Source: an optimization exercise on an open RTL-to-GDS flow (aim: small area and a short achievable clock period). Production flows keep margins and buffers that such runs may drop. The RTL was checked by simulation tests, not by an equivalence proof against the original design. Power is estimated from default activity; no workload was simulated.

===== flow/flow/run.sh =====
#!/bin/bash
# The standard layout (standard.sh, all ORFS steps to finish) with one change:
# the buffers that buffer_ports puts on every input and output port are
# sky130_fd_sc_hd__buf_1 cells rather than the resizer's default choice
# (clkdlybuf4s50_1, a slow delay cell). The timing repair can still resize them.
# make's output goes to flow_make.log; each ORFS step logs under orfs/logs/.
set -euo pipefail
export BUFFER_PORTS_ARGS="-buffer_cell sky130_fd_sc_hd__buf_1"
bash standard.sh > flow_make.log 2>&1

===== flow/standard.sh =====
#!/bin/bash
# synth_recipe.tcl (not shown) runs the flow's synth.tcl, then flattens the netlist and writes it again
# the make line also repeats each setting of config.mk as NAME=value (left out here)
make -C /OpenROAD-flow-scripts/flow DESIGN_CONFIG=/design/flow/config.mk WORK_HOME=/design/flow/orfs CLKGATE_MAP_FILE= SYNTH_SCRIPT=/design/flow/synth_recipe.tcl "${@:-finish}"

===== flow/config.mk =====
export PLATFORM = sky130hd
export DESIGN_NAME = glade_shf
export DESIGN_NICKNAME = glade_shf
export VERILOG_FILES = /design/flow/design.v
export SDC_FILE = /design/flow/constraint.sdc
export NUM_CORES = 4
export LEC_CHECK = 0
export CAP_MARGIN = 30
export CORE_MARGIN = 2
export CORE_UTILIZATION = 40
export PLACE_DENSITY = 0.6
export SETUP_SLACK_MARGIN = 3.5
export SLEW_MARGIN = 35
export SYNTH_HIERARCHICAL = 1
export SYNTH_MINIMUM_KEEP_SIZE = 0

===== flow/constraint.sdc =====
create_clock -name core_clock -period 11.0 [get_ports {clk}]
set_input_delay 2.2000 -clock core_clock [delete_from_list [all_inputs] [get_ports {clk}]]
set_output_delay 2.2000 -clock core_clock [all_outputs]
set_load 0.01 [all_outputs]

===== flow/design.v =====
module glade_shf (
    input  wire        clk,
    input  wire        rst,
    input  wire        trig,
    input  wire [3:0]  op,
    input  wire [63:0] a,
    input  wire [63:0] bsrc,
    input  wire [63:0] t,
    output reg  [63:0] q,
    output reg         err
);
    integer i;
    wire op_sll    = (op == 4'd0);
    wire op_srl    = (op == 4'd1);
    wire op_sra    = (op == 4'd2);
    wire op_rol    = (op == 4'd3);
    wire op_ror    = (op == 4'd4);
    wire op_bfextu = (op == 4'd5);
    wire op_bfexts = (op == 4'd6);
    wire op_bfins  = (op == 4'd7);
    wire op_brev   = (op == 4'd8);
    wire op_bswap  = (op == 4'd9);
    wire op_clz    = (op == 4'd10);
    wire op_ctz    = (op == 4'd11);
    wire op_popc   = (op == 4'd12);
    wire op_resv   = (op[3:2] == 2'b11) & (op[1:0] != 2'b00);
    wire [5:0] n     = t[5:0];
    wire       big   = |t[63:6];
    wire [6:0] w     = t[14:8];
    wire       fbad  = (|t[7:6]) | (|t[63:15]) | (w[6] & (|w[5:0]));
    wire       op_bf = op_bfextu | op_bfexts | op_bfins;
    wire       bad   = op_resv | (op_bf & fbad);
    wire       en    = trig & ~rst & ~bad;
    wire       hold  = ~rst & ~(trig & ~bad);
    wire       left = op_sll | op_rol | op_bfins;
    reg  [5:0] r;
    always @(*) begin
        r[0] = n[0];
        for (i = 1; i < 6; i = i + 1)
            r[i] = n[i] ^ (left & (|(n & ((6'd1 << i) - 6'd1))));
    end
    wire [63:0] src = op_bfins ? bsrc : a;
    wire [63:0] s0 = r[0] ? {src[0],    src[63:1]}  : src;
    wire [63:0] s1 = r[1] ? {s0[1:0],   s0[63:2]}   : s0;
    wire [63:0] s2 = r[2] ? {s1[3:0],   s1[63:4]}   : s1;
    wire [63:0] s3 = r[3] ? {s2[7:0],   s2[63:8]}   : s2;
    wire [63:0] s4 = r[4] ? {s3[15:0],  s3[63:16]}  : s3;
    wire [63:0] rot = r[5] ? {s4[31:0], s4[63:32]}  : s4;
    wire [6:0] S   = {1'b0, n} + w;
    wire [6:0] neg = 7'd64 - {1'b0, n};
    wire op_bfext = op_bfextu | op_bfexts;
    wire e_64  = en & (op_rol | op_ror | (op_sll & ~big) | (op_bfins & S[6]));
    wire e_neg = en & (((op_srl | op_sra) & ~big) | (op_bfext & S[6]));
    wire e_w   = en & op_bfext & ~S[6];
    wire e_s   = en & op_bfins & ~S[6];
    wire [6:0] E = ({7{e_64}} & 7'd64) | ({7{e_neg}} & neg) | ({7{e_w}} & w) | ({7{e_s}} & S);
    wire [5:0] L = {6{en & (op_sll | op_bfins)}} & n;
    function automatic [63:0] ge6(input [5:0] x);
        reg [63:0] g;
        integer k, j;
        begin
            g = 64'd0;
            g[0] = 1'b1;
            for (k = 0; k < 6; k = k + 1)
                for (j = 0; j < 32; j = j + 1)
                    if (j < (1 << k)) begin
                        g[(1 << k) + j] = ~x[k] | g[j];
                        g[j]            = ~x[k] & g[j];
                    end
            ge6 = g;
        end
    endfunction
    wire [63:0] GL = ge6(L);
    wire [63:0] GE = ge6(E[5:0]);
    wire [63:0] mk = GL & ({64{E[6]}} | ~GE);
    wire [63:0] a_up = {a[62:0], 1'b0};
    wire        sign = (|w) & (S[6] ? a[63] : a_up[S[5:0]]);
    reg  [63:0] u;
    always @(*)
        for (i = 0; i < 64; i = i + 1)
            u[i] = op_clz ? t[63 - i] : t[i];
    reg [63:0] v0;
    reg [31:0] v1; reg [31:0]   p1;
    reg [15:0] v2; reg [31:0]   p2;
    reg [7:0]  v3; reg [23:0]   p3;
    reg [3:0]  v4; reg [15:0]   p4;
    reg [1:0]  v5; reg [9:0]    p5;
    reg        v6; reg [5:0]    p6;
    always @(*) begin
        v0 = u;
        for (i = 0; i < 32; i = i + 1) begin
            v1[i] = v0[2*i] | v0[2*i+1];
            p1[i] = ~v0[2*i];
        end
        for (i = 0; i < 16; i = i + 1) begin
            v2[i] = v1[2*i] | v1[2*i+1];
            p2[2*i +: 2] = v1[2*i] ? {1'b0, p1[2*i]} : {1'b1, p1[2*i+1]};
        end
        for (i = 0; i < 8; i = i + 1) begin
            v3[i] = v2[2*i] | v2[2*i+1];
            p3[3*i +: 3] = v2[2*i] ? {1'b0, p2[4*i +: 2]} : {1'b1, p2[4*i+2 +: 2]};
        end
        for (i = 0; i < 4; i = i + 1) begin
            v4[i] = v3[2*i] | v3[2*i+1];
            p4[4*i +: 4] = v3[2*i] ? {1'b0, p3[6*i +: 3]} : {1'b1, p3[6*i+3 +: 3]};
        end
        for (i = 0; i < 2; i = i + 1) begin
            v5[i] = v4[2*i] | v4[2*i+1];
            p5[5*i +: 5] = v4[2*i] ? {1'b0, p4[8*i +: 4]} : {1'b1, p4[8*i+4 +: 4]};
        end
        v6 = v5[0] | v5[1];
        p6 = v5[0] ? {1'b0, p5[4:0]} : {1'b1, p5[9:5]};
    end
    wire [6:0] tz_v = {~v6, p6 & {6{v6}}};
    wire [6:0] cnt = {7{op_clz | op_ctz}} & tz_v;
    wire f_sc  = en & ((op_sra & a[63]) | (op_bfexts & sign));
    wire f_a   = en & op_bfins;
    wire f_rev = en & op_brev;
    wire f_bsw = en & op_bswap;
    wire f_cnt = en;
    wire f_pc  = en & op_popc;
    reg [63:0] base;
    reg        fl;
    always @(*) begin
        for (i = 0; i < 64; i = i + 1) begin
            fl = f_sc | (f_a & a[i]) | (f_rev & t[63 - i]) | (f_bsw & t[8*(7 - i/8) + i%8]) | (hold & q[i]);
            if (i < 7) fl = fl | (f_cnt & cnt[i]);
            base[i] = mk[i] ? rot[i] : fl;
        end
    end
    wire [6:0] res_lo;
    glade_shf_popc u_popc (.t(t), .f_pc(f_pc), .base(base[6:0]), .res(res_lo));
    wire [63:0] res = {base[63:7], res_lo};
    always @(posedge clk) begin
        q   <= res;
        err <= ~rst & trig & bad;
    end
endmodule
module glade_shf_popc (
    input  wire [63:0] t,
    input  wire        f_pc,
    input  wire [6:0]  base,
    output wire [6:0]  res
);
    wire [2:0] pc_g0;
    glade_shf_cnt4 u_pc_g0 (.x(t[3:0]), .c(pc_g0));
    wire [2:0] pc_g1;
    glade_shf_cnt4 u_pc_g1 (.x(t[7:4]), .c(pc_g1));
    wire [2:0] pc_g2;
    glade_shf_cnt4 u_pc_g2 (.x(t[11:8]), .c(pc_g2));
    wire pc_1, pc_2; assign {pc_2, pc_1} = t[12] + t[13] + t[14];
    wire pc_3, pc_4; assign {pc_4, pc_3} = t[15] + t[16] + t[17];
    wire pc_5, pc_6; assign {pc_6, pc_5} = t[18] + t[19] + t[20];
    wire pc_7, pc_8; assign {pc_8, pc_7} = t[21] + t[22] + t[23];
    wire pc_9, pc_10; assign {pc_10, pc_9} = t[24] + t[25] + t[26];
    wire pc_11, pc_12; assign {pc_12, pc_11} = t[27] + t[28] + t[29];
    wire pc_13, pc_14; assign {pc_14, pc_13} = t[30] + t[31] + t[32];
    wire pc_15, pc_16; assign {pc_16, pc_15} = t[33] + t[34] + t[35];
    wire pc_17, pc_18; assign {pc_18, pc_17} = t[36] + t[37] + t[38];
    wire pc_19, pc_20; assign {pc_20, pc_19} = t[39] + t[40] + t[41];
    wire pc_21, pc_22; assign {pc_22, pc_21} = t[42] + t[43] + t[44];
    wire pc_23, pc_24; assign {pc_24, pc_23} = t[45] + t[46] + t[47];
    wire pc_25, pc_26; assign {pc_26, pc_25} = t[48] + t[49] + t[50];
    wire pc_27, pc_28; assign {pc_28, pc_27} = t[51] + t[52] + t[53];
    wire pc_29, pc_30; assign {pc_30, pc_29} = t[54] + t[55] + t[56];
    wire pc_31, pc_32; assign {pc_32, pc_31} = t[57] + t[58] + t[59];
    wire pc_33, pc_34; assign {pc_34, pc_33} = t[60] + t[61] + t[62];
    wire pc_35, pc_36; assign {pc_36, pc_35} = t[63] + pc_1 + pc_11;
    wire pc_37, pc_38; assign {pc_38, pc_37} = pc_13 + pc_15 + pc_17;
    wire pc_39, pc_40; assign {pc_40, pc_39} = pc_19 + pc_21 + pc_23;
    wire pc_41, pc_42; assign {pc_42, pc_41} = pc_25 + pc_27 + pc_29;
    wire pc_43, pc_44; assign {pc_44, pc_43} = pc_3 + pc_31 + pc_33;
    wire pc_45, pc_46; assign {pc_46, pc_45} = pc_5 + pc_7 + pc_9;
    wire pc_47, pc_48; assign {pc_48, pc_47} = pc_g0[0] + pc_g1[0] + pc_g2[0];
    wire pc_49, pc_50; assign {pc_50, pc_49} = pc_35 + pc_37 + pc_39;
    wire pc_51, pc_52; assign {pc_52, pc_51} = pc_41 + pc_43 + pc_45;
    wire pc_53, pc_54; assign {pc_54, pc_53} = pc_47 + pc_49;
    wire pc_55, pc_56; assign {pc_56, pc_55} = pc_10 + pc_12 + pc_14;
    wire pc_57, pc_58; assign {pc_58, pc_57} = pc_16 + pc_18 + pc_2;
    wire pc_59, pc_60; assign {pc_60, pc_59} = pc_20 + pc_22 + pc_24;
    wire pc_61, pc_62; assign {pc_62, pc_61} = pc_26 + pc_28 + pc_30;
    wire pc_63, pc_64; assign {pc_64, pc_63} = pc_32 + pc_34 + pc_4;
    wire pc_65, pc_66; assign {pc_66, pc_65} = pc_6 + pc_8 + pc_g0[1];
    wire pc_67, pc_68; assign {pc_68, pc_67} = pc_g1[1] + pc_g2[1] + pc_36;
    wire pc_69, pc_70; assign {pc_70, pc_69} = pc_38 + pc_40 + pc_42;
    wire pc_71, pc_72; assign {pc_72, pc_71} = pc_44 + pc_46 + pc_55;
    wire pc_73, pc_74; assign {pc_74, pc_73} = pc_57 + pc_59 + pc_61;
    wire pc_75, pc_76; assign {pc_76, pc_75} = pc_63 + pc_48 + pc_65;
    wire pc_77, pc_78; assign {pc_78, pc_77} = pc_50 + pc_52 + pc_67;
    wire pc_79, pc_80; assign {pc_80, pc_79} = pc_69 + pc_71 + pc_73;
    wire pc_81, pc_82; assign {pc_82, pc_81} = pc_75 + pc_54 + pc_77;
    wire pc_83, pc_84; assign {pc_84, pc_83} = pc_g0[2] + pc_g1[2] + pc_g2[2];
    wire pc_85, pc_86; assign {pc_86, pc_85} = pc_56 + pc_58 + pc_60;
    wire pc_87, pc_88; assign {pc_88, pc_87} = pc_62 + pc_64 + pc_83;
    wire pc_89, pc_90; assign {pc_90, pc_89} = pc_66 + pc_68 + pc_70;
    wire pc_91, pc_92; assign {pc_92, pc_91} = pc_72 + pc_74 + pc_85;
    wire pc_93, pc_94; assign {pc_94, pc_93} = pc_87 + pc_76 + pc_78;
    wire pc_95, pc_96; assign {pc_96, pc_95} = pc_80 + pc_89 + pc_91;
    wire pc_97, pc_98; assign {pc_98, pc_97} = pc_82 + pc_93;
    wire pc_99, pc_100; assign {pc_100, pc_99} = pc_84 + pc_86 + pc_88;
    wire pc_101, pc_102; assign {pc_102, pc_101} = pc_90 + pc_92 + pc_99;
    wire pc_103, pc_104; assign {pc_104, pc_103} = pc_94 + pc_96 + pc_101;
    wire pc_105, pc_106; assign {pc_106, pc_105} = pc_100 + pc_102;
    wire [5:0] pc_ra = {pc_106, pc_104, pc_98, pc_95, pc_79, pc_51};
    wire [5:0] pc_rb = {1'b0, pc_105, pc_103, pc_97, pc_81, pc_53};
    wire [6:0] popc_v_full = pc_ra + pc_rb;
    wire [6:0] popc_v = popc_v_full[6:0];
    assign res = base | ({7{f_pc}} & popc_v);
endmodule
module glade_shf_cnt4 (input wire [3:0] x, output reg [2:0] c);
    always @(*)
        case (x)
            4'd0: c = 3'd0;
            4'd1: c = 3'd1;
            4'd2: c = 3'd1;
            4'd3: c = 3'd2;
            4'd4: c = 3'd1;
            4'd5: c = 3'd2;
            4'd6: c = 3'd2;
            4'd7: c = 3'd3;
            4'd8: c = 3'd1;
            4'd9: c = 3'd2;
            4'd10: c = 3'd2;
            4'd11: c = 3'd3;
            4'd12: c = 3'd2;
            4'd13: c = 3'd3;
            4'd14: c = 3'd3;
            4'd15: c = 3'd4;
        endcase
endmodule

==> run_results.csv, run 1 <==
group,metric,value,unit
outcome,status,"complete, no violations",
logic_synthesis,yosys.cell_types.count,89,
finish,drive_gt1_frac,0.119,
floorplanning,die_w,196,µm
worst_setup_path,r2r-start,"q[3]",
flow_run,cap_violations,0,
global_route,grtUsageTotal,0.385,
floorplanning,placeableCoreArea,36500,µm²
timing,period_share,0.678,
finish,finish.instance_area,16600,µm²
clock_network,cts_buffer_depth,2,
drt,drc,0,
worst_setup_path,timing.rr.end,"q[3]",
drt,vias,16500,
timing,rsz0062_at_grt,"false",
logic_synthesis,synth_compound_area_frac,0.229,
logic_synthesis,synth_top_family_by_area,"multiplexers",
worst_setup_path,cp.arrival,7700,ps
timing,max_slew_margin,0.370,
clock_network,cts_num_sinks,65,
power,fin_total_pwr,2.22,mW
worst_setup_path,critPathCaptureType,"register",
clock_network,cts_resized,1,
logic_synthesis,ys_warn_count,8,
clock_network,insertion_delay,370,ps
logic_synthesis,ys_ff_latch,65,
clock_network,htree_levels,3,
logic_synthesis,synth-adder-area-share,0.0923,
global_route,grt_max_degree,71,
global_route,overflow,0,
worst_setup_path,cp-start-kind,"input port",
drt,vias_per_cell,7.05,
power,power.leakage,6.61,nW
worst_setup_path,rrSetupSlack,9490,ps
drt,wl_per_cell,32.5,µm
clock_network,numCtsBuffers,9,
logic_synthesis,synth_largest_area_cell,"mux2i_1",
finish,fin_cells,2337,
logic_synthesis,synth-xor-area-share,0.0110,
finish,area_delta_synth_final,11.9,%
timing,fin_skew,0,ps
worst_setup_path,worstRegToRegCells,5,
hold_path,min-delay-start,"q[18]",
power,vdd_drop_max,0.273,mV
global_route,antenna_found_initial,6,
timing,fmax,134,MHz
place,postPlaceCellArea,16200,µm²
timing,worstMarginPinSlew,938,ps
logic_synthesis,synthArstFlopShare,0,
floorplanning,initial_core_util,0.405,
global_route,grt_pass1_wl,108000,µm
logic_synthesis,synth_top_area_frac,0.244,
floorplanning,row_count,70,
logic_synthesis,synthCells,1682,
place,numPlacedInstances,2318,
worst_setup_path,slowest_delay,830,ps
drt,drt-total-wl,75800,µm
logic_synthesis,synth_ff_type,"dfxtp_1",
logic_synthesis,synth-seq-area-share,0.0879,
clock_network,postCtsSetupRepairBufs,0,
timing,hold_viol_final,0,
timing,tns,0,ps
worst_setup_path,worstPathCellList,"buf_1 > nor4_1 > nand3_1 > or4_1 > nor4_4 > buf_6 > nand3_2 > o21ai_2 > nand2_1 > a311oi_1 > mux2_1 > o21bai_1 > or3_1",
finish,finalNetCount,2139,
logic_synthesis,syn_area_per_cell,8.80,µm²
logic_synthesis,synth_edf_count,0,
floorplanning,dieHeight,196,µm
hold_path,holdPathStages,3,
clock_network,clkTransAtPathRegs,70,ps
place,routabilityCongestion,1.05,
timing,report.final.setup_viol,0,
worst_setup_path,cpMaxStageDelayCell,"nor4_1",
timing,slew_violations,0,
floorplanning,pin_count,264,
drt,drtPass1Iterations,5,
logic_synthesis,synth.area.top_cells,"mux2i_1 24%, mux4_2 12%, dfxtp_1 8.8%, fa_1 7.0%, a221o_1 4.2%",
finish,layout_commonest_cell,"mux2i_1",
floorplanning,die_area,38600,µm²
clock_network,tritoncts,"built",
worst_setup_path,critical_path_buf_inv_count,2,
worst_setup_path,worstSetupPathType,"in -> reg",
worst_setup_path,critPathTopFamily,"simple AND/OR/NAND/NOR gates",
global_route,grt_pass1_vias,15500,
logic_synthesis,netlist_area,14800,µm²
worst_setup_path,crit_required,11250,ps
place,dp_hpwl,60100,µm
hold_path,worstHoldEndpoint,"q[18]",
finish,nFillCells,3662,
clock_network,cts-root-buf,"clkbuf_16",
power,power_density,134,nW/µm²
finish,layout_common_cells,"361 x mux2i_1, 260 x buf_1, 127 x nor2_1",
logic_synthesis,syn-num-nets,1959,
place,port_buffers,263,
clock_network,cts.hold.buffers_added,0,
drt,drt_iter0_markers,2184,
worst_setup_path,crit_fanout,66,
logic_synthesis,yosys.area_share.simple,0.135,
drt,ant_nets,0,
logic_synthesis,synth.area.mux_share,0.385,
hold_path,min-delay-path-class,"reg -> reg",
timing,min_period,7450,ps
==> layer usage <==
layer	global-route usage	vias up	share of wire
li1	-	6942	-
met1	0.511	8060	0.39
met2	0.590	1237	0.43
met3	0.0714	235	0.12
met4	0.214	4	0.064
met5	0	-	0.00030
==> worst reg2reg max path, stage by stage, from the launching register on <==
cell and delay [ps]:
dfxtp_1 340, a221o_1 360, a211oi_1 310, mux2i_1 140, a31oi_1 160, nand3b_1 90
==> registers in the layout, summed over array words and instances, names as in the netlist <==
| name | flops |
|---|---|
| err | 1 |
| q | 64 |
==> Yosys stat by module (local to each module, per instance) <==
module          copies in the design  cells inside  area (µm²)  flip-flops and latches
glade_shf                          1          1504       13000                      65
glade_shf_popc                     1           139        1510                       0
glade_shf_cnt4                     3            13        97.6                       0
==> Yosys cell counts (11+ instances only) <==
| cell | n |
|---|---|
| nand2_1 | 70 |
| nand2b_1 | 12 |
| nor3_1 | 30 |
| a22o_1 | 59 |
| a31oi_1 | 19 |
| a21oi_1 | 76 |
| clkbuf_1 | 84 |
| a211oi_1 | 21 |
| o31ai_1 | 11 |
| mux4_2 | 79 |
| o211ai_1 | 12 |
| fa_1 | 52 |
| mux2_2 | 25 |
| o21bai_1 | 11 |
| ha_1 | 26 |
| nor2_1 | 128 |
| mux2i_1 | 361 |
| dfxtp_1 | 65 |
| a221o_1 | 62 |
| o221ai_1 | 11 |
| o21ai_0 | 65 |
| and2_1 | 11 |
| buf_2 | 36 |
| nand3_1 | 36 |
| inv_1 | 82 |
| nor4_1 | 11 |
| a22oi_1 | 16 |
==> cell type report <==
cell class	count	area, µm²	share of cell area
timing repair buffer	303	1320	0.0798
clock buffer	9	225	0.0136
tap	468	586	0.0354
antenna	2	5.00	0.000302
inverter	84	315	0.0190
sequential	65	1300	0.0786
clock inverter	7	70.1	0.00423
multi-input combinational	1399	12700	0.769
==> power breakdown <==
group / total (mW) / switching, mW / internal, mW / leakage, nW
registers: 0.279 / 0.0232 / 0.256 / 0.528
logic: 1.62 / 1.02 / 0.601 / 5.94
clock network: 0.320 / 0.144 / 0.176 / 0.146
total: 2.22 / 1.18 / 1.03 / 6.61
==> stage by stage <==
stage	util	setup WS [ps]	hold slack [ps]
after floorplan	-	4780	631
after global placement	0.444	3170	607
final	0.454	3550	643
after detailed placement	0.444	3120	614
after CTS	0.452	3660	633
after global routing	0.453	3530	672
==> worst max-delay path by stage <==
stage,slack (ps),cells past startpoint,endpoint,start
3_3_place_gp,3170,13,q[5],t[6]
2_1_floorplan,4780,12,q[5],t[21]
6_report,3550,13,q[5],t[6]
5_1_grt,3530,13,q[5],t[6]
4_1_cts,3660,13,q[5],t[6]
3_5_place_dp,3120,13,q[5],t[6]
==> cells by family (layout without fill, tap and decap cells) <==
group / count (synthesis) / count (layout)
AOI/OAI and AO/OA: 454 / 454
xor gates and xnor gates: 16 / 16
and+or+nand+nor: 384 / 384
other: 0 / 2
DFF: 65 / 65
muxes: 467 / 467
buffers and inverters: 218 / 403
adders and majority gates: 78 / 78
==> run 2: changes to the inputs <==
--- a/flow/config.mk
+++ b/flow/config.mk
@@ -9,7 +9,7 @@
 export CORE_MARGIN = 2
 export CORE_UTILIZATION = 40
 export PLACE_DENSITY = 0.6
-export SETUP_SLACK_MARGIN = 3.5
+export SETUP_SLACK_MARGIN = 5
 export SLEW_MARGIN = 35
 export SYNTH_HIERARCHICAL = 1
 export SYNTH_MINIMUM_KEEP_SIZE = 0
==> run 2 against run 1 <==
Against the previous run:
- die area unchanged
- non-clock buffer count is 22 higher
- via count rose by 1.2%
- still clean
- synthesized cell count did not move
- highest routed layer is now met4
- wire length increased by 1.8%
- core utilization is 2.1 points higher
- critical endpoint unchanged
- count of clock-buffer cells in the layout unchanged
- critical path depth up 1
- area after synthesis is the same
- worst hold slack improved by 5.0 ps
- sequential share of layout area fell by 0.35 points
==> run_results.csv, run 2 <==
group,metric,value,unit
logic_synthesis,synth_largest_area_cell,"mux2i_1",
clock_network,insertion_delay,360,ps
logic_synthesis,synth.area.top_cells,"mux2i_1 24%, mux4_2 12%, dfxtp_1 8.8%, fa_1 7.0%, a221o_1 4.2%",
finish,top_register,"q",
logic_synthesis,synth-seq-area-share,0.0879,
finish,area_delta_synth_final,17.2,%
drt,vias,16700,
floorplanning,row_count,70,
logic_synthesis,syn-num-nets,1959,
logic_synthesis,synth_top_family_by_area,"multiplexers",
timing,max_slew_margin,0.404,
global_route,antenna_found_initial,1,
global_route,use_met3,0.0714,
hold_path,min-delay-path-class,"reg -> reg",
drt,wl_per_cell,32.8,µm
clock_network,cts_buffer_depth,2,
logic_synthesis,synth.area.mux_share,0.385,
clock_network,tritoncts,"built",
logic_synthesis,yosys.area_share.simple,0.135,
logic_synthesis,synth_ff_type,"dfxtp_1",
power,power_density,142,nW/µm²
logic_synthesis,synth_edf_count,0,
finish,finalNetCount,2161,
outcome,status,"complete, no violations",
global_route,grt_util_met2,0.586,
timing,slew_violations,0,
worst_setup_path,cp-start-kind,"input port",
logic_synthesis,synth_top_area_frac,0.244,
clock_network,clkTransAtPathRegs,70,ps
finish,layout_common_cells,"355 x mux2i_1, 204 x buf_1, 126 x nor2_1",
logic_synthesis,syn_area_per_cell,8.80,µm²
global_route,overflow,0,
logic_synthesis,synth_compound_area_frac,0.229,
logic_synthesis,synthCells,1682,
floorplanning,die_w,196,µm
flow_run,cap_violations,0,
drt,drc,0,
drt,drt_iter0_markers,2278,
global_route,grtUsageTotal,0.388,
worst_setup_path,cp.arrival,6220,ps
clock_network,numCtsBuffers,9,
logic_synthesis,ys_ff_latch,65,
drt,ant_nets,0,
logic_synthesis,synthArstFlopShare,0,
place,dp_hpwl,60400,µm
logic_synthesis,yosysMostFrequentCell,"mux2i_1",
clock_network,htree_levels,3,
logic_synthesis,synth-xor-area-share,0.0110,
finish,drive_gt1_frac,0.189,
clock_network,cts-root-buf,"clkbuf_16",
floorplanning,die_area,38600,µm²
worst_setup_path,critPathCaptureType,"register",
logic_synthesis,ys_warn_count,8,
timing,tns,0,ps
clock_network,cts_num_sinks,65,
place,post-place-ws,3510,ps
drt,drt-total-wl,77200,µm
global_route,grt_max_degree,71,
power,power.leakage,7.00,nW
floorplanning,initial_core_util,0.405,
timing,fin_skew,0,ps
drt,vias_per_cell,7.07,
logic_synthesis,synth-adder-area-share,0.0923,
power,vdd_drop_max,0.453,mV
drt,drtPass1Iterations,6,
global_route,grt.busiest_layer,"met2",
floorplanning,dieHeight,196,µm
global_route,grt_pass1_vias,15600,
timing,setup_ws,5030,ps
logic_synthesis,yosys.cell_types.count,89,
timing,rsz0062_at_grt,"true",
global_route,use_met1,0.519,
timing,period_share,0.542,
finish,layout_commonest_cell,"mux2i_1",
place,routabilityCongestion,1.04,
timing,hold_viol_final,0,
place,port_buffers,263,
timing,worstMarginPinSlew,894,ps
timing,min_period,5970,ps
worst_setup_path,worstSetupPathType,"in -> reg",
finish,largestRegisters,"q: 64 flops, err: 1 flops",
logic_synthesis,synthTopCellsByCount,"361 x mux2i_1, 128 x nor2_1, 84 x clkbuf_1, 82 x inv_1, 79 x mux4_2",
worst_setup_path,crit_required,11250,ps
global_route,grt_pass1_wl,109000,µm
timing,report.final.setup_viol,0,
finish,largest_reg_flops,64,
floorplanning,placeableCoreArea,36500,µm²
floorplanning,pin_count,264,
timing,fmax,168,MHz
logic_synthesis,netlist_area,14800,µm²
worst_setup_path,crit_fanout,36,
==> run 2: cells by family after synthesis <==
kind of cell,after synthesis
adder cells (fa/ha/maj),78
XOR/XNOR,16
buffers and inverters,218
flip-flops,65
AND/OR/NAND/NOR,384
multiplexers,467
AO/OA/AOI/OAI,454
==> run 2: worst paths after layout <==
| kind | to | cells past startpoint | slack, ps | startpoint |
|---|---|---|---|---|
| setup / recovery | q[5] | 14 | 5030 | op[3] |
| hold / removal | q[61] | 3 | 650 | q[61] |
| setup reg to reg | q[3] | 5 | 9430 | q[3] |
| hold reg to reg | q[61] | 3 | 650 | q[61] |
==> run 2: through the flow <==
step           power, mW  hold WS [ps]  utilization  cells  cell area [µm²]
4_1_cts             2.33           653        0.468   2348            17100
3_5_place_dp        1.93           628        0.446   2317            16300
3_3_place_gp        1.91           638        0.445   2315            16300
6_report            2.47           648        0.475   2358            17300
5_1_grt             2.59           699        0.475   2357            17300
2_1_floorplan       1.41           631            -   1682            14900
==> run 2: layout make-up <==
type | instances | area, µm²
Inverter | 84 | 315
Clock inverter | 7 | 77.6
Multi-Input combinational cell | 1399 | 13000
Fill cell | 3583 | 19200
Sequential cell | 65 | 1300
Tap cell | 468 | 586
Timing Repair Buffer | 325 | 1790
Antenna cell | 1 | 2.50
Clock buffer | 9 | 225
==> run 2: layer usage <==
layer | vias up | share of wire
met2 | 1239 | 0.43
met3 | 212 | 0.11
li1 | 6983 | -
met1 | 8236 | 0.40
met4 | 0 | 0.066
met5 | - | 0
==> run 2: worst max-delay path, stage by stage <==
cell	delay, ps
buf_1	280
or4_4	610
a21oi_2	250
xnor2_4	150
buf_12	240
buf_16	280
mux2i_2	360
mux2i_1	150
mux2i_1	220
mux2_2	200
mux2i_1	270
mux2_1	420
o21bai_1	150
or3_1	360
==> run 2: where the power goes <==
| group | internal (mW) | switching [mW] | total [mW] |
|---|---|---|---|
| combinational | 0.794 | 1.07 | 1.86 |
| sequential | 0.256 | 0.0239 | 0.280 |
| clock | 0.178 | 0.147 | 0.325 |
| total | 1.23 | 1.24 | 2.47 |
==> run 2: repair_timing <==
| action | CTS | global route |
|---|---|---|
| gates cloned | 3 | 2 |
| setup buffers | 12 | 7 |
| hold buffers | 0 | 0 |
| gates resized for setup | 100 | 56 |
| pin swaps | 8 | 9 |
| setup endpoints to repair | 64 | 53 |
==> run 2: modules after synthesis (local to each module, per instance) <==
module / area, µm² / cells inside / flops+latches / times used
glade_shf_cnt4: 97.6 / 13 / 0 / 3
glade_shf: 13000 / 1504 / 65 / 1
glade_shf_popc: 1510 / 139 / 0 / 1
==> run 3: changes to the inputs <==
--- a/flow/config.mk
+++ b/flow/config.mk
@@ -5,6 +5,7 @@
 export SDC_FILE = /design/flow/constraint.sdc
 export NUM_CORES = 4
 export LEC_CHECK = 0
+export ABC_AREA = 1
 export CAP_MARGIN = 30
 export CORE_MARGIN = 2
 export CORE_UTILIZATION = 40
==> run 3 against run 2 <==
Against the previous run:
- still clean on timing, DRC and antenna
- highest routed layer is now met5
- sequential share of layout area is essentially flat
- fmax grew 0.16%
- non-clock buffer count shrank 18
- register-to-register slack lost 210 ps
- critical path type unchanged
- design area grew 0.11%
==> run_results.csv, run 3 <==
group,metric,value,unit
outcome,status,"complete, no violations",
worst_setup_path,cp_num_cells,17,
timing,slew_violations,0,
logic_synthesis,synthCells,2808,
clock_network,cts.hold.buffers_added,0,
drt,dr_wl_met3,12500,µm
floorplanning,initial_core_util,0.408,
timing,period_share,0.542,
logic_synthesis,syn-num-nets,3085,
place,postPlaceCellArea,16700,µm²
timing,worstMarginPinSlew,860,ps
timing,min_period,5960,ps
power,seq_power_share,0.117,
floorplanning,pin_count,264,
logic_synthesis,netlist_area,15400,µm²
logic_synthesis,synth.area.top_cells,"nand2_1 21%, nand3_1 17%, dfxtp_1 8.5%, o21ai_0 7.5%, mux2i_1 7.3%",
worst_setup_path,worstPathCellList,"buf_2 > fa_1 > inv_1 > fa_1 > fa_1 > fa_2 > fa_1 > inv_1 > fa_1 > ha_4 > nand2_1 > nor2_1 > nand2_1 > nand3_1 > nand2_1 > nand3_1 > nand2_1",
drt,wl_met1,35500,µm
drt,drc,0,
drt,drtPass1Iterations,9,
timing,max_slew_margin,0.411,
global_route,antenna_found_initial,6,
clock_network,cts_num_sinks,65,
power,clkPwrFrac,0.139,
worst_setup_path,worstRegToRegCells,7,
timing,fmax,168,MHz
worst_setup_path,critPathCaptureType,"register",
finish,fin_cells,3499,
finish,largest_reg_flops,64,
drt,ant_nets,0,
drt,wl_per_cell,26.9,µm
power,fin_total_pwr,2.30,mW
logic_synthesis,ys_ff_latch,65,
clock_network,clkTransAtPathRegs,60,ps
timing,tns,0,ps
timing,setup_ws,5040,ps
global_route,grt_pass1_vias,19700,
place,dp_hpwl,77400,µm
timing,report.final.setup_viol,0,
worst_setup_path,critical_path_buf_inv_count,3,
logic_synthesis,synthArstFlopShare,0,
power,vdd_drop_max,0.182,mV
finish,seqCellArea,1300,µm²
floorplanning,row_count,71,
finish,layout_commonest_cell,"nand2_1",
finish,layout_common_cells,"870 x nand2_1, 532 x nand3_1, 249 x inv_1",
place,post-place-ws,3880,ps
drt,vias,21700,
worst_setup_path,crit_top_cell,"fa_1",
global_route,grt_max_degree,130,
floorplanning,placeableCoreArea,37800,µm²
power,switching_share,0.559,
flow_run,cap_violations,0,
logic_synthesis,synth-seq-area-share,0.0845,
logic_synthesis,synth_edf_count,0,
floorplanning,die_w,200,µm
finish,finalNetCount,3255,
finish,finish.instance_area,17400,µm²
logic_synthesis,synth_top_area_frac,0.213,
worst_setup_path,cpMaxStageDelayCell,"fa_1",
timing,hold_viol_final,0,
worst_setup_path,worstSetupPathType,"in -> reg",
drt,met2WireLength,37600,µm
worst_setup_path,cp-start-kind,"input port",
finish,largestRegisters,"q: 64 flops, err: 1 flops",
power,power_density,133,nW/µm²
worst_setup_path,cp.arrival,6210,ps
power,combPwrFrac,0.743,
finish,multi_input_area,12500,µm²
timing,rsz0062_at_grt,"true",
worst_setup_path,critPathTopFamily,"adder cells",
logic_synthesis,yosys.cell_types.count,50,
drt,drt_iter0_markers,3263,
finish,area_delta_synth_final,12.8,%
clock_network,insertion_delay,360,ps
global_route,overflow,0,
finish,drive_gt1_frac,0.0660,
place,numPlacedInstances,3461,
logic_synthesis,ys_warn_count,8,
finish,nFillCells,4212,
global_route,grtUsageTotal,0.453,
clock_network,cts-root-buf,"clkbuf_16",
drt,highest_layer,"met5",
logic_synthesis,yosysMostFrequentCell,"nand2_1",
place,routabilityCongestion,1.15,
hold_path,min-delay-path-class,"reg -> reg",
place,port_buffers,263,
worst_setup_path,crit_required,11250,ps
global_route,grt_pass1_wl,134000,µm
power,p_int,1.02,mW
floorplanning,dieHeight,200,µm
clock_network,htree_levels,3,
clock_network,tritoncts,"built",
clock_network,numCtsBuffers,9,
hold_path,holdPathStages,4,
finish,top_register,"q",
logic_synthesis,synth_largest_area_cell,"nand2_1",
worst_setup_path,slowest_delay,540,ps
drt,vias_per_cell,6.21,
logic_synthesis,syn_area_per_cell,5.48,µm²
power,p_switching,1.29,mW
logic_synthesis,synthTopCellsByCount,"873 x nand2_1, 532 x nand3_1, 254 x inv_1, 230 x o21ai_0, 158 x nor2_1",
clock_network,cts_buffer_depth,2,
worst_setup_path,crit_fanout,7,
worst_setup_path,rrSetupSlack,9220,ps
drt,drt-total-wl,94200,µm
logic_synthesis,synth_ff_type,"dfxtp_1",
floorplanning,die_area,40100,µm²
timing,fin_skew,0,ps
power,power.leakage,8.78,nW
## run 3: power groups by stage
stage	logic (mW)	registers (mW)	clock network [mW]
finish	1.71	0.270	0.321
global route	1.87	0.270	0.328
CTS	1.58	0.268	0.322
detailed placement	1.54	0.274	0
global placement	1.51	0.273	0
floorplan	1.00	0.274	0
## run 3: stage by stage
step	hold slack [ps]	util
final	632	0.460
after global routing	680	0.460
after CTS	625	0.453
after detailed placement	608	0.441
after global placement	598	0.441
after floorplan	605	-
## run 3: cell families (layout without fill, tap and decap cells)
logic type               Yosys count  count (layout)  synth area share
AND/OR/NAND/NOR                 1649            1649             0.463
AO/OA/AOI/OAI                    467             467             0.172
buffers and inverters            427             602             0.113
multiplexers                     113             113            0.0735
adder cells (fa/ha/maj)           78              78            0.0887
flip-flops                        65              65            0.0845
XOR/XNOR                           9               9           0.00561
other                              0               5                 0
## run 3: final cells by class
type	count	share of cell area
clock buffers	10	0.0138
diodes	5	0.000721
well taps	511	0.0368
flip-flops and latches	65	0.0749
repair buffers	307	0.0860
inverters	279	0.0610
clock inverters	6	0.00418
multi-input cells	2316	0.722
## run 3: path summary, 6_finish.rpt
path,from,end
min reg2reg,q[27],q[27]
max,t[42],q[5]
min,q[27],q[27]
max reg2reg,q[0],q[0]
## run 3: worst reg2reg max path, cell delays in order (launching register included)
cell and delay (ps):
dfxtp_1 340, nand2_1 70, o21ai_0 90, a211oi_1 590
nand3_1 190, nand2_1 90, nand2_1 130, a21o_1 180
## run 3: per-module statistics from Yosys, one instance, submodules excluded
module / cells / flops+latches / cell area, µm²
glade_shf_popc: 150 / 0 / 1500
glade_shf: 2586 / 65 / 13500
glade_shf_cnt4: 24 / 0 / 128
## run 3: layer usage
layer | up-vias | track usage
met4 | 6 | 0.334
li1 | 9740 | -
met3 | 347 | 0.130
met1 | 10000 | 0.575
met2 | 1622 | 0.651
met5 | - | 0
## run 3: what timing repair did
action,CTS,global route
resized for setup,37,55
setup buffers,0,14
cloned,2,0
setup endpoints to repair,64,12
pin swaps,4,11
==> run 4: changes to the inputs <==
--- a/flow/config.mk
+++ b/flow/config.mk
@@ -6,11 +6,11 @@
 export NUM_CORES = 4
 export LEC_CHECK = 0
 export ABC_AREA = 1
-export CAP_MARGIN = 30
+export CAP_MARGIN = 10
 export CORE_MARGIN = 2
 export CORE_UTILIZATION = 40
 export PLACE_DENSITY = 0.6
 export SETUP_SLACK_MARGIN = 5
-export SLEW_MARGIN = 35
+export SLEW_MARGIN = 10
 export SYNTH_HIERARCHICAL = 1
 export SYNTH_MINIMUM_KEEP_SIZE = 0
==> run 4 against run 3 <==
Against the previous run:
- critical endpoint unchanged
- power grew 0.81%
- via count barely moved
- largest cell class unchanged
- die area stayed put
==> run_results.csv, run 4 <==
group,metric,value,unit
outcome,status,"complete, no violations",
global_route,grt_pass1_wl,134000,µm
clock_network,cts-root-buf,"clkbuf_16",
worst_setup_path,worstSetupPathType,"in -> reg",
logic_synthesis,yosys.cell_types.count,50,
finish,area_delta_synth_final,12.5,%
logic_synthesis,synth_edf_count,0,
logic_synthesis,netlist_area,15400,µm²
power,vdd_drop_max,0.169,mV
logic_synthesis,synthCells,2808,
finish,seqCellArea,1300,µm²
power,power_density,134,nW/µm²
finish,largest_reg_flops,64,
drt,drc,0,
drt,vias,21700,
finish,layout_common_cells,"871 x nand2_1, 532 x nand3_1, 249 x inv_1",
logic_synthesis,synth_top_area_frac,0.213,
floorplanning,die_area,40100,µm²
finish,largestRegisters,"q: 64 flops, err: 1 flops",
global_route,grt_max_degree,130,
timing,worstMarginPinSlew,1190,ps
logic_synthesis,syn_area_per_cell,5.48,µm²
place,dp_hpwl,77400,µm
logic_synthesis,synth_largest_area_cell,"nand2_1",
clock_network,cts_num_sinks,65,
finish,finalNetCount,3252,
clock_network,cts_buffer_depth,2,
drt,drtPass1Iterations,7,
timing,hold_viol_final,0,
place,routabilityCongestion,1.15,
timing,period_share,0.540,
finish,drive_gt1_frac,0.0648,
logic_synthesis,syn-num-nets,3085,
floorplanning,die_w,200,µm
clock_network,tritoncts,"built",
finish,nFillCells,4219,
place,numPlacedInstances,3461,
drt,wl_per_cell,27.1,µm
worst_setup_path,critPathTopFamily,"adder cells",
drt,ant_nets,0,
logic_synthesis,ys_warn_count,8,
place,port_buffers,263,
worst_setup_path,cpMaxStageDelayCell,"fa_1",
logic_synthesis,synthTopCellsByCount,"873 x nand2_1, 532 x nand3_1, 254 x inv_1, 230 x o21ai_0, 158 x nor2_1",
worst_setup_path,critPathCaptureType,"register",
drt,drt-total-wl,94800,µm
clock_network,clkTransAtPathRegs,60,ps
logic_synthesis,synthArstFlopShare,0,
global_route,antenna_found_initial,7,
worst_setup_path,crit_fanout,6,
floorplanning,placeableCoreArea,37800,µm²
floorplanning,initial_core_util,0.408,
timing,fin_skew,0,ps
drt,vias_per_cell,6.22,
flow_run,cap_violations,0,
worst_setup_path,crit_top_cell,"nand2_1",
worst_setup_path,cp-start-kind,"input port",
clock_network,insertion_delay,350,ps
worst_setup_path,slowest_delay,550,ps
finish,layout_commonest_cell,"nand2_1",
logic_synthesis,synth-seq-area-share,0.0845,
finish,fin_util,0.459,
timing,slew_violations,0,
global_route,overflow,0,
timing,max_slew_margin,0.205,
global_route,grtUsageTotal,0.455,
global_route,grt_pass1_vias,19700,
finish,fin_cells,3494,
timing,report.final.setup_viol,0,
power,power.leakage,8.76,nW
logic_synthesis,synth.area.top_cells,"nand2_1 21%, nand3_1 17%, dfxtp_1 8.5%, o21ai_0 7.5%, mux2i_1 7.3%",
logic_synthesis,yosysMostFrequentCell,"nand2_1",
hold_path,min-delay-path-class,"reg -> reg",
clock_network,numCtsBuffers,9,
drt,drt_iter0_markers,3121,
worst_setup_path,cp.arrival,6190,ps
floorplanning,dieHeight,200,µm
floorplanning,row_count,71,
worst_setup_path,critical_path_buf_inv_count,3,
finish,top_register,"q",
clock_network,htree_levels,3,
timing,min_period,5950,ps
logic_synthesis,synth_ff_type,"dfxtp_1",
logic_synthesis,ys_ff_latch,65,
floorplanning,pin_count,264,
timing,rsz0062_at_grt,"true",
worst_setup_path,crit_required,11250,ps
timing,fmax,168,MHz
finish,multi_input_area,12500,µm²
worst_setup_path,worstPathCellList,"buf_1 > fa_1 > fa_1 > inv_1 > fa_1 > fa_2 > inv_1 > fa_1 > ha_1 > ha_2 > nand2_1 > nand2_1 > nand2_1 > nand3_1 > nand2_1 > nand3_1 > nand2_1",
timing,tns,0,ps
## run 4: changes by cell type in the layout (fill, tap and decap cells not counted), moves of 2 or more
| cell | before | now |
|---|---|---|
| buf_4 | 32 | 30 |
| inv_4 | 5 | 2 |
| buf_8 | 1 | 3 |
| diode_2 | 5 | 3 |
| inv_2 | 21 | 24 |
## run 4: routing by layer
metal	part of all wire	wire, µm	global-route usage	vias to the layer above
met4	0.080	7580	0.311	2
li1	-	-	-	9734
met5	0.00036	34	0	-
met1	0.38	36200	0.583	10100
met2	0.41	38800	0.666	1627
met3	0.13	12300	0.118	305
## run 4: modules after synthesis, one instance, submodules excluded
| module | cells inside | cell area (µm²) | flops+latches |
|---|---|---|---|
| glade_shf_cnt4 | 24 | 128 | 0 |
| glade_shf_popc | 150 | 1500 | 0 |
| glade_shf | 2586 | 13500 | 65 |
## run 4: where the power goes
group	leakage (nW)	switching [mW]	internal, mW
registers	0.528	0.0173	0.252
clock network	0.155	0.138	0.185
logic	8.08	1.14	0.589
## run 4: final timing paths
kind / start / end / slack [ps] / depth (start not counted)
setup / recovery: t[28] / q[5] / 5050 / 17
hold / removal: q[50] / q[50] / 610 / 4
setup reg to reg: q[52] / q[52] / 9200 / 6
hold reg to reg: q[50] / q[50] / 610 / 4
## run 4: what timing repair did
action,CTS,global route
gates resized for setup,39,54
setup endpoints to repair,64,21
buffers inserted,2,10
hold buffers,0,0
pin swaps,5,9
endpoints found under the hold margin,0,0
gates cloned,2,0
## run 4: layout make-up
class | count | area share
Inverter | 279 | 0.0608
Clock inverter | 6 | 0.00419
Timing Repair Buffer | 304 | 0.0850
Clock buffer | 10 | 0.0138
Sequential cell | 65 | 0.0751
Antenna cell | 3 | 0.000433
Tap cell | 511 | 0.0369
Multi-Input combinational cell | 2316 | 0.724
## run 4: worst reg2reg max path: stages (launching register included)
cell and delay, ps:
dfxtp_1 370, nand2_1 180, o21ai_0 110, a221oi_1 760, nand2_1 130, nand2_1 100, nand2_1 40
## run 4: cell families (layout without fill, tap and decap cells)
group	after synthesis	after routing	synth area share
simple gates	1649	1649	0.463
mux	113	113	0.0735
fa+ha+maj	78	78	0.0887
xor+xnor	9	9	0.00561
flops	65	65	0.0845
buf+inv	427	599	0.113
other cells	0	3	0
compound gates	467	467	0.172
## run 4: stage by stage
| stage | hold WS, ps | setup slack (ps) | total power [mW] | area [µm²] |
|---|---|---|---|---|
| global placement | 598 | 3860 | 1.78 | 16600 |
| finish | 610 | 5050 | 2.32 | 17300 |
| floorplan | 605 | 5060 | 1.27 | 15400 |
| CTS | 623 | 5000 | 2.17 | 17100 |
| detailed placement | 603 | 3870 | 1.81 | 16600 |
| global route | 679 | 4910 | 2.47 | 17300 |
==> run 5: changes to the inputs <==
--- a/flow/config.mk
+++ b/flow/config.mk
@@ -6,11 +6,11 @@
 export NUM_CORES = 4
 export LEC_CHECK = 0
 export ABC_AREA = 1
-export CAP_MARGIN = 10
+export CAP_MARGIN = 5
 export CORE_MARGIN = 2
-export CORE_UTILIZATION = 40
-export PLACE_DENSITY = 0.6
+export CORE_UTILIZATION = 48
+export PLACE_DENSITY = 0.65
 export SETUP_SLACK_MARGIN = 5
-export SLEW_MARGIN = 10
+export SLEW_MARGIN = 5
 export SYNTH_HIERARCHICAL = 1
 export SYNTH_MINIMUM_KEEP_SIZE = 0
==> run 5 against run 4 <==
Against the previous run:
- still clean on timing, DRC and antenna
- area after synthesis unchanged
- count of clock-buffer cells in the layout down 1
- synthesized cell count unchanged
- core utilization up 8.6 points
- critical path type unchanged
==> run_results.csv, run 5 <==
group,metric,value,unit
floorplanning,die_w,183,µm
logic_synthesis,synthArstFlopShare,0,
worst_setup_path,rrSetupSlack,9220,ps
floorplanning,pin_count,264,
finish,finalNetCount,3250,
timing,worstMarginPinSlew,985,ps
logic_synthesis,ys_warn_count,8,
hold_path,holdPathStages,4,
floorplanning,dieHeight,183,µm
timing,min_period,5930,ps
worst_setup_path,cp.arrival,6180,ps
logic_synthesis,yosys.cell_types.count,50,
clock_network,cts_num_sinks,65,
worst_setup_path,cp-start-kind,"input port",
global_route,grt_max_degree,100,
power,power_density,135,nW/µm²
timing,fin_skew,0,ps
finish,seqCellArea,1300,µm²
drt,wl_per_cell,26.9,µm
finish,layout_common_cells,"871 x nand2_1, 532 x nand3_1, 249 x inv_1",
logic_synthesis,syn-num-nets,3085,
worst_setup_path,critPathCaptureType,"register",
finish,multi_input_area,12600,µm²
finish,fin_util,0.545,
power,fin_total_pwr,2.32,mW
logic_synthesis,ys_ff_latch,65,
timing,hold_ws,632,ps
worst_setup_path,crit_required,11250,ps
global_route,grt_pass1_wl,128000,µm
hold_path,min-delay-start,"q[37]",
drt,ant_nets,0,
timing,hold_viol_final,0,
clock_network,cts_buffer_depth,2,
worst_setup_path,timing.rr.end,"q[54]",
finish,drive_gt1_frac,0.0635,
clock_network,insertion_delay,360,ps
clock_network,cts.hold.buffers_added,0,
logic_synthesis,synth_edf_count,0,
finish,nFillCells,3361,
global_route,antenna_found_initial,8,
place,post-place-ws,3960,ps
clock_network,htree_levels,3,
global_route,grt_pass1_vias,19400,
drt,vias_per_cell,6.53,
logic_synthesis,synthTopCellsByCount,"873 x nand2_1, 532 x nand3_1, 254 x inv_1, 230 x o21ai_0, 158 x nor2_1",
timing,slew_violations,0,
hold_path,worstHoldEndpoint,"q[37]",
timing,max_slew_margin,0.344,
logic_synthesis,synth.area.top_cells,"nand2_1 21%, nand3_1 17%, dfxtp_1 8.5%, o21ai_0 7.5%, mux2i_1 7.3%",
floorplanning,row_count,65,
logic_synthesis,netlist_area,15400,µm²
floorplanning,die_area,33500,µm²
floorplanning,initial_core_util,0.488,
logic_synthesis,syn_area_per_cell,5.48,µm²
logic_synthesis,synthCells,2808,
place,port_buffers,263,
logic_synthesis,synth_largest_area_cell,"nand2_1",
outcome,status,"complete, no violations",
finish,area_delta_synth_final,11.6,%
hold_path,min-delay-path-class,"reg -> reg",
drt,drc,0,
worst_setup_path,crit_fanout,7,
finish,largest_reg_flops,64,
finish,top_register,"q",
drt,drtPass1Iterations,9,
logic_synthesis,synth_top_area_frac,0.213,
timing,tns,0,ps
drt,drt_iter0_markers,4431,
power,power.leakage,8.74,nW
worst_setup_path,worstPathCellList,"buf_1 > fa_2 > inv_1 > fa_2 > fa_1 > fa_1 > fa_1 > inv_1 > fa_1 > ha_4 > nand2_2 > nor2_1 > nand2_1 > nand3_1 > nand2_1 > nand3_1 > nand2_1",
global_route,overflow,0,
drt,vias,22100,
floorplanning,placeableCoreArea,31600,µm²
finish,layout_commonest_cell,"nand2_1",
timing,setup_ws,5070,ps
timing,period_share,0.539,
clock_network,tritoncts,"built",
worst_setup_path,worstSetupPathType,"in -> reg",
worst_setup_path,r2r-start,"q[54]",
worst_setup_path,slowest_delay,560,ps
timing,fmax,169,MHz
clock_network,clkTransAtPathRegs,60,ps
timing,report.final.setup_viol,0,
worst_setup_path,cpMaxStageDelayCell,"fa_2",
drt,drt-total-wl,91000,µm
power,vdd_drop_max,0.270,mV
logic_synthesis,synth_ff_type,"dfxtp_1",
place,dp_hpwl,72800,µm
logic_synthesis,synth-seq-area-share,0.0845,
logic_synthesis,yosysMostFrequentCell,"nand2_1",
finish,largestRegisters,"q: 64 flops, err: 1 flops",
clock_network,numCtsBuffers,9,
global_route,grtUsageTotal,0.524,
flow_run,cap_violations,0,
timing,rsz0062_at_grt,"true",
worst_setup_path,worstRegToRegCells,6,
place,routabilityCongestion,1.19,
worst_setup_path,crit_top_cell,"fa_1",
clock_network,cts-root-buf,"clkbuf_16",
## run 5: cell counts after synthesis
Identical to the previous run, type by type.
## run 5: worst max-delay path by stage
stage,end,slack (ps),cells after the start,from
after global routing,q[2],4960,20,t[0]
after detailed placement,q[0],3960,23,t[0]
after floorplan,q[5],5060,16,t[21]
after CTS,q[5],5000,17,t[42]
after global placement,q[0],3970,23,t[0]
final,q[5],5070,17,t[41]
## run 5: metrics by stage
step           cell area [µm²]  std cells
2_1_floorplan            15400       2808
3_3_place_gp             16500       3352
3_5_place_dp             16500       3352
4_1_cts                  16900       3370
5_1_grt                  17200       3382
6_report                 17200       3382
## run 5: timing repair
action                                  CTS  global route
buffers inserted                          0            10
endpoints found under the setup margin   64            15
pin swaps                                 2            13
gates cloned                              2             0
hold endpoints to repair                  0             0
resized for setup                        30            74
## run 5: cell families after synthesis
kind of cell               count (synthesis)  share of synthesized area
adders and majority gates                 78                     0.0887
DFF                                       65                     0.0845
and+or+nand+nor                         1649                      0.463
AOI/OAI and AO/OA                        467                      0.172
muxes                                    113                     0.0735
xor gates and xnor gates                   9                    0.00561
buffers and inverters                    427                      0.113
## run 5: cell type report
class / count / share of cell area
Multi-Input combinational cell: 2316 / 0.731
Antenna cell: 2 / 0.000291
Inverter: 279 / 0.0615
Timing Repair Buffer: 302 / 0.0842
Clock buffer: 9 / 0.0131
Tap cell: 402 / 0.0293
Sequential cell: 65 / 0.0757
Clock inverter: 7 / 0.00502
## run 5: metal layers
metal  global-route usage  routed length, µm
met5               0.0148                209
met4                0.428               9790
met3                0.183              13800
met2                0.722              34800
met1                0.653              32400
## run 5: modules after synthesis (local to each module, per instance)
| module | area (µm²) | flip-flops and latches | times used |
|---|---|---|---|
| glade_shf | 13500 | 65 | 1 |
| glade_shf_popc | 1500 | 0 | 1 |
| glade_shf_cnt4 | 128 | 0 | 3 |
## run 5: power by group
part           internal [mW]  switching [mW]
Clock                  0.181           0.143
Combinational          0.604            1.12
Sequential             0.253          0.0196
Total                   1.04            1.28
## run 5: critical path: cells and delay by family
family	cells	cell delay (ps)
adder cells (fa/ha/maj)	7	2990
AND/OR/NAND/NOR	7	440
buffers and inverters	3	540
==> run 6: changes to the inputs <==
--- a/flow/design.v
+++ b/flow/design.v
@@ -40,12 +40,8 @@
             r[i] = n[i] ^ (left & (|(n & ((6'd1 << i) - 6'd1))));
     end
     wire [63:0] src = op_bfins ? bsrc : a;
-    wire [63:0] s0 = r[0] ? {src[0],    src[63:1]}  : src;
-    wire [63:0] s1 = r[1] ? {s0[1:0],   s0[63:2]}   : s0;
-    wire [63:0] s2 = r[2] ? {s1[3:0],   s1[63:4]}   : s1;
-    wire [63:0] s3 = r[3] ? {s2[7:0],   s2[63:8]}   : s2;
-    wire [63:0] s4 = r[4] ? {s3[15:0],  s3[63:16]}  : s3;
-    wire [63:0] rot = r[5] ? {s4[31:0], s4[63:32]}  : s4;
+    wire [63:0] rot;
+    glade_shf_rot u_rot (.src(src), .r(r), .rot(rot));
     wire [6:0] S   = {1'b0, n} + w;
     wire [6:0] neg = 7'd64 - {1'b0, n};
     wire op_bfext = op_bfextu | op_bfexts;
@@ -74,44 +70,14 @@
     wire [63:0] GE = ge6(E[5:0]);
     wire [63:0] mk = GL & ({64{E[6]}} | ~GE);
     wire [63:0] a_up = {a[62:0], 1'b0};
-    wire        sign = (|w) & (S[6] ? a[63] : a_up[S[5:0]]);
+    wire        sign;
+    glade_shf_sign u_sign (.a_up(a_up), .a63(a[63]), .S(S), .wnz(|w), .sign(sign));
     reg  [63:0] u;
     always @(*)
         for (i = 0; i < 64; i = i + 1)
             u[i] = op_clz ? t[63 - i] : t[i];
-    reg [63:0] v0;
-    reg [31:0] v1; reg [31:0]   p1;
-    reg [15:0] v2; reg [31:0]   p2;
-    reg [7:0]  v3; reg [23:0]   p3;
-    reg [3:0]  v4; reg [15:0]   p4;
-    reg [1:0]  v5; reg [9:0]    p5;
-    reg        v6; reg [5:0]    p6;
-    always @(*) begin
-        v0 = u;
-        for (i = 0; i < 32; i = i + 1) begin
-            v1[i] = v0[2*i] | v0[2*i+1];
-            p1[i] = ~v0[2*i];
-        end
-        for (i = 0; i < 16; i = i + 1) begin
-            v2[i] = v1[2*i] | v1[2*i+1];
-            p2[2*i +: 2] = v1[2*i] ? {1'b0, p1[2*i]} : {1'b1, p1[2*i+1]};
-        end
-        for (i = 0; i < 8; i = i + 1) begin
-            v3[i] = v2[2*i] | v2[2*i+1];
-            p3[3*i +: 3] = v2[2*i] ? {1'b0, p2[4*i +: 2]} : {1'b1, p2[4*i+2 +: 2]};
-        end
-        for (i = 0; i < 4; i = i + 1) begin
-            v4[i] = v3[2*i] | v3[2*i+1];
-            p4[4*i +: 4] = v3[2*i] ? {1'b0, p3[6*i +: 3]} : {1'b1, p3[6*i+3 +: 3]};
-        end
-        for (i = 0; i < 2; i = i + 1) begin
-            v5[i] = v4[2*i] | v4[2*i+1];
-            p5[5*i +: 5] = v4[2*i] ? {1'b0, p4[8*i +: 4]} : {1'b1, p4[8*i+4 +: 4]};
-        end
-        v6 = v5[0] | v5[1];
-        p6 = v5[0] ? {1'b0, p5[4:0]} : {1'b1, p5[9:5]};
-    end
-    wire [6:0] tz_v = {~v6, p6 & {6{v6}}};
+    wire [6:0] tz_v;
+    glade_shf_ctz u_ctz (.u(u), .z(tz_v));
     wire [6:0] cnt = {7{op_clz | op_ctz}} & tz_v;
     wire f_sc  = en & ((op_sra & a[63]) | (op_bfexts & sign));
     wire f_a   = en & op_bfins;
@@ -207,6 +173,66 @@
     wire [6:0] popc_v = popc_v_full[6:0];
     assign res = base | ({7{f_pc}} & popc_v);
 endmodule
+module glade_shf_rot (
+    input  wire [63:0] src,
+    input  wire [5:0]  r,
+    output wire [63:0] rot
+);
+    wire [63:0] s0 = r[0] ? {src[0],    src[63:1]}  : src;
+    wire [63:0] s1 = r[1] ? {s0[1:0],   s0[63:2]}   : s0;
+    wire [63:0] s2 = r[2] ? {s1[3:0],   s1[63:4]}   : s1;
+    wire [63:0] s3 = r[3] ? {s2[7:0],   s2[63:8]}   : s2;
+    wire [63:0] s4 = r[4] ? {s3[15:0],  s3[63:16]}  : s3;
+    assign rot = r[5] ? {s4[31:0], s4[63:32]}  : s4;
+endmodule
+module glade_shf_ctz (
+    input  wire [63:0] u,
+    output wire [6:0]  z
+);
+    integer i;
+    reg [63:0] v0;
+    reg [31:0] v1; reg [31:0]   p1;
+    reg [15:0] v2; reg [31:0]   p2;
+    reg [7:0]  v3; reg [23:0]   p3;
+    reg [3:0]  v4; reg [15:0]   p4;
+    reg [1:0]  v5; reg [9:0]    p5;
+    reg        v6; reg [5:0]    p6;
+    always @(*) begin
+        v0 = u;
+        for (i = 0; i < 32; i = i + 1) begin
+            v1[i] = v0[2*i] | v0[2*i+1];
+            p1[i] = ~v0[2*i];
+        end
+        for (i = 0; i < 16; i = i + 1) begin
+            v2[i] = v1[2*i] | v1[2*i+1];
+            p2[2*i +: 2] = v1[2*i] ? {1'b0, p1[2*i]} : {1'b1, p1[2*i+1]};
+        end
+        for (i = 0; i < 8; i = i + 1) begin
+            v3[i] = v2[2*i] | v2[2*i+1];
+            p3[3*i +: 3] = v2[2*i] ? {1'b0, p2[4*i +: 2]} : {1'b1, p2[4*i+2 +: 2]};
+        end
+        for (i = 0; i < 4; i = i + 1) begin
+            v4[i] = v3[2*i] | v3[2*i+1];
+            p4[4*i +: 4] = v3[2*i] ? {1'b0, p3[6*i +: 3]} : {1'b1, p3[6*i+3 +: 3]};
+        end
+        for (i = 0; i < 2; i = i + 1) begin
+            v5[i] = v4[2*i] | v4[2*i+1];
+            p5[5*i +: 5] = v4[2*i] ? {1'b0, p4[8*i +: 4]} : {1'b1, p4[8*i+4 +: 4]};
+        end
+        v6 = v5[0] | v5[1];
+        p6 = v5[0] ? {1'b0, p5[4:0]} : {1'b1, p5[9:5]};
+    end
+    assign z = {~v6, p6 & {6{v6}}};
+endmodule
+module glade_shf_sign (
+    input  wire [63:0] a_up,
+    input  wire        a63,
+    input  wire [6:0]  S,
+    input  wire        wnz,
+    output wire        sign
+);
+    assign sign = wnz & (S[6] ? a63 : a_up[S[5:0]]);
+endmodule
 module glade_shf_cnt4 (input wire [3:0] x, output reg [2:0] c);
     always @(*)
         case (x)
==> flow/flow/run.sh (replaced) <==
#!/bin/bash
# The standard layout (standard.sh, all ORFS steps to finish) with two changes:
# - synthesis is ORFS's synth.tcl run by synth_recipe.tcl as usual, except that
#   abc maps the rotator, trailing-zero count and field-sign modules
#   (glade_shf_rot, glade_shf_ctz, glade_shf_sign) with flow/abc_rot.script
#   (area-oriented amap) and the other modules with ORFS's own abc script;
#   registers are mapped before abc, so they are the standard synthesis's;
# - the buffers that buffer_ports puts on every input and output port are
#   sky130_fd_sc_hd__buf_1 cells rather than the resizer's default choice
#   (clkdlybuf4s50_1, a slow delay cell); the timing repair can still resize them.
# make's output goes to flow_make.log; each ORFS step logs under orfs/logs/.
set -euo pipefail
here=$(pwd)
amap_mods="glade_shf_rot glade_shf_ctz glade_shf_sign"
other_mods="glade_shf glade_shf_popc glade_shf_cnt4"
sed "s#^\( *\)log_cmd abc {\*}\$abc_args\$#\1log_cmd abc {*}[lreplace \$abc_args 1 1 $here/flow/abc_rot.script] $amap_mods\n\1log_cmd abc {*}\$abc_args $other_mods#" \
  "$FLOW_HOME/scripts/synth.tcl" > my_synth_core.tcl
grep -q "abc_rot.script\] $amap_mods" my_synth_core.tcl
grep -q "abc_args $other_mods" my_synth_core.tcl
sed "s#source \$::env(SCRIPTS_DIR)/synth.tcl#source $here/my_synth_core.tcl#" synth_recipe.tcl > my_synth.tcl
grep -q "my_synth_core.tcl" my_synth.tcl
sed "s#SYNTH_SCRIPT=[^ ]*#SYNTH_SCRIPT=$here/my_synth.tcl#" standard.sh > my_standard.sh
grep -q "SYNTH_SCRIPT=$here/my_synth.tcl" my_standard.sh
export BUFFER_PORTS_ARGS="-buffer_cell sky130_fd_sc_hd__buf_1"
bash my_standard.sh > flow_make.log 2>&1
==> flow/flow/abc_rot.script (new file) <==
strash
dch
amap -m
topo
stime -c
buffer -c
upsize -c
dnsize -c
--- a/flow/config.mk
+++ b/flow/config.mk
@@ -6,11 +6,11 @@
 export NUM_CORES = 4
 export LEC_CHECK = 0
 export ABC_AREA = 1
-export CAP_MARGIN = 5
+export CAP_MARGIN = 30
 export CORE_MARGIN = 2
-export CORE_UTILIZATION = 48
-export PLACE_DENSITY = 0.65
+export CORE_UTILIZATION = 40
+export PLACE_DENSITY = 0.6
 export SETUP_SLACK_MARGIN = 5
-export SLEW_MARGIN = 5
+export SLEW_MARGIN = 35
 export SYNTH_HIERARCHICAL = 1
 export SYNTH_MINIMUM_KEEP_SIZE = 0
==> run 6 against run 5 <==
Against the previous run:
- power fell by 0.78%
- largest power group unchanged
- count of clock-buffer cells in the layout rose by 1
- register-to-register slack improved by 480 ps
- worst setup slack improved by 7.0 ps
- critical endpoint is now q[45]
- largest cell class unchanged
- sequential power barely moved
- flip-flop and latch count did not move
==> run_results.csv, run 6 <==
group,metric,value,unit
logic_synthesis,synthArstFlopShare,0,
logic_synthesis,synth-seq-area-share,0.0901,
floorplanning,die_area,37600,µm²
timing,hold_viol_final,0,
drt,wl_met1,36100,µm
drt,ant_nets,0,
timing,rsz0062_at_grt,"true",
hold_path,min-delay-path-class,"reg -> reg",
finish,layout_commonest_cell,"nand2_1",
logic_synthesis,synthTopCellsByCount,"733 x nand2_1, 260 x o22a_1, 193 x inv_1, 176 x nor2_1, 131 x nand3_1",
outcome,status,"complete, no violations",
place,routabilityCongestion,1.12,
drt,vias,20300,
power,seq_power_share,0.117,
place,postPlaceCellArea,15600,µm²
timing,period_share,0.539,
floorplanning,pin_count,264,
logic_synthesis,yosysMostFrequentCell,"nand2_1",
global_route,grt_max_degree,72,
clock_network,htree_levels,3,
power,vdd_drop_max,0.253,mV
power,p_int,1.08,mW
drt,dr_wl_met3,13600,µm
logic_synthesis,synthCells,2398,
floorplanning,row_count,69,
finish,area_delta_synth_final,15.6,%
worst_setup_path,crit_required,11250,ps
logic_synthesis,synth_largest_area_cell,"nand2_1",
finish,layout_common_cells,"729 x nand2_1, 260 x o22a_1, 235 x buf_1",
worst_setup_path,cp-start-kind,"input port",
floorplanning,die_w,194,µm
worst_setup_path,cp.arrival,6170,ps
global_route,grt_pass1_wl,127000,µm
worst_setup_path,crit_fanout,34,
logic_synthesis,synth_top_area_frac,0.191,
timing,fmax,169,MHz
floorplanning,placeableCoreArea,35600,µm²
logic_synthesis,syn_area_per_cell,6.02,µm²
clock_network,cts_num_sinks,65,
timing,slew_violations,0,
global_route,grt_pass1_vias,18100,
finish,fin_cells,3031,
global_route,overflow,0,
logic_synthesis,syn-num-nets,2675,
clock_network,cts-root-buf,"clkbuf_16",
clock_network,numCtsBuffers,9,
finish,top_register,"q",
logic_synthesis,synth.area.top_cells,"nand2_1 19%, o22a_1 16%, dfxtp_1 9.0%, fa_1 7.2%, o22ai_1 5.5%",
finish,largest_reg_flops,64,
floorplanning,dieHeight,194,µm
drt,drt_iter0_markers,3276,
timing,max_slew_margin,0.349,
logic_synthesis,synth_ff_type,"dfxtp_1",
finish,multi_input_area,12000,µm²
finish,seqCellArea,1300,µm²
logic_synthesis,ys_warn_count,9,
power,combPwrFrac,0.731,
drt,drtPass1Iterations,9,
logic_synthesis,ys_ff_latch,65,
flow_run,cap_violations,0,
clock_network,clkTransAtPathRegs,70,ps
worst_setup_path,critPathCaptureType,"register",
clock_network,insertion_delay,360,ps
logic_synthesis,netlist_area,14400,µm²
clock_network,cts_buffer_depth,2,
power,power.leakage,7.33,nW
clock_network,tritoncts,"built",
drt,drc,0,
timing,report.final.setup_viol,0,
place,dp_hpwl,71300,µm
timing,setup_ws,5080,ps
-- run 6: changes by cell type after synthesis, sizes merged, moves of 31 or more --
cell,previous run,this run
nand3,536,139
o22ai,14,128
clkbuf,73,116
o22a,0,260
buf,75,44
o221ai,0,51
inv,274,216
o21ai,279,79
nand2,881,742
mux2i,113,0
-- run 6: worst max-delay path: stages --
cell and delay, ps:
buf_12 130, buf_12 140, ha_2 300, buf_4 380, inv_4 240, a22oi_1 420, o221ai_1 160, a32o_1 310
o21ai_2 150, o32ai_4 140, o221a_1 240, nand3_1 90, nand2_2 90, nand2_8 170, buf_12 180, nand2_1 60
a21oi_1 230, o221ai_1 270, nand2_1 140, nand2_1 70
-- run 6: per-layer routing --
metal,vias up,track usage
li1,8829,-
met1,9613,0.628
met2,1597,0.651
met3,280,0.141
met4,6,0.219
met5,-,0
-- run 6: area by class of cell --
cell class                 instances  share of cell area
inverter                         221              0.0521
tap                              461              0.0346
sequential                        65              0.0779
antenna                           10             0.00150
multi-input combinational       1953               0.718
timing repair buffer             305              0.0964
clock inverter                     6             0.00540
clock buffer                      10              0.0143
-- run 6: path summary, 6_finish.rpt --
check,start,to,slack [ps],cells past startpoint
worst min register to register,q[63],q[63],530,2
worst max-delay path,t[0],q[45],5080,20
worst max register to register,q[45],q[45],9700,6
worst min-delay path,q[63],q[63],530,2
-- run 6: repair_timing --
item	4_1_cts	5_1_grt
hold buffers	0	0
setup endpoints to repair	64	64
gates resized for setup	74	63
gates cloned	6	2
setup buffers	9	7
pin swaps	5	22
-- run 6: kinds of logic after synthesis --
group                      count (synthesis)  synth area share
AOI/OAI and AO/OA                        718             0.363
xor gates and xnor gates                   9           0.00546
adders and majority gates                 78            0.0946
buffers and inverters                    381             0.107
DFF                                       65            0.0901
other                                      1          0.000260
and+or+nand+nor                         1146             0.339
-- run 6: per-module statistics from Yosys (local to each module, per instance) --
module          flops+latches  times used  cells inside
glade_shf                  65           1          1517
glade_shf_rot               0           1           468
glade_shf_popc              0           1           149
glade_shf_ctz               0           1           118
glade_shf_sign              0           1            74
glade_shf_cnt4              0           3            24
-- run 6: stage by stage --
| step | utilization | hold WS, ps |
|---|---|---|
| floorplan | - | 504 |
| global placement | 0.437 | 501 |
| detailed placement | 0.437 | 509 |
| CTS | 0.460 | 522 |
| global route | 0.469 | 541 |
| finish | 0.469 | 532 |
-- run 6: power by group through the flow --
stage	Sequential, mW	Combinational [mW]	Clock (mW)
after floorplan	0.272	1.06	0
after CTS	0.268	1.58	0.343
after global placement	0.274	1.55	0
final	0.270	1.68	0.349
after global routing	0.269	1.79	0.351
after detailed placement	0.274	1.53	0

Re-timed with assumed drivers on the ports (clkbuf_16 on the clock, buf_2 on other inputs), run 6 has 5.077 ns of setup slack against 5.076 ns with ideal ports, and 4.665 ns once port delays also move by the mid clock arrival of 0.411 ns.
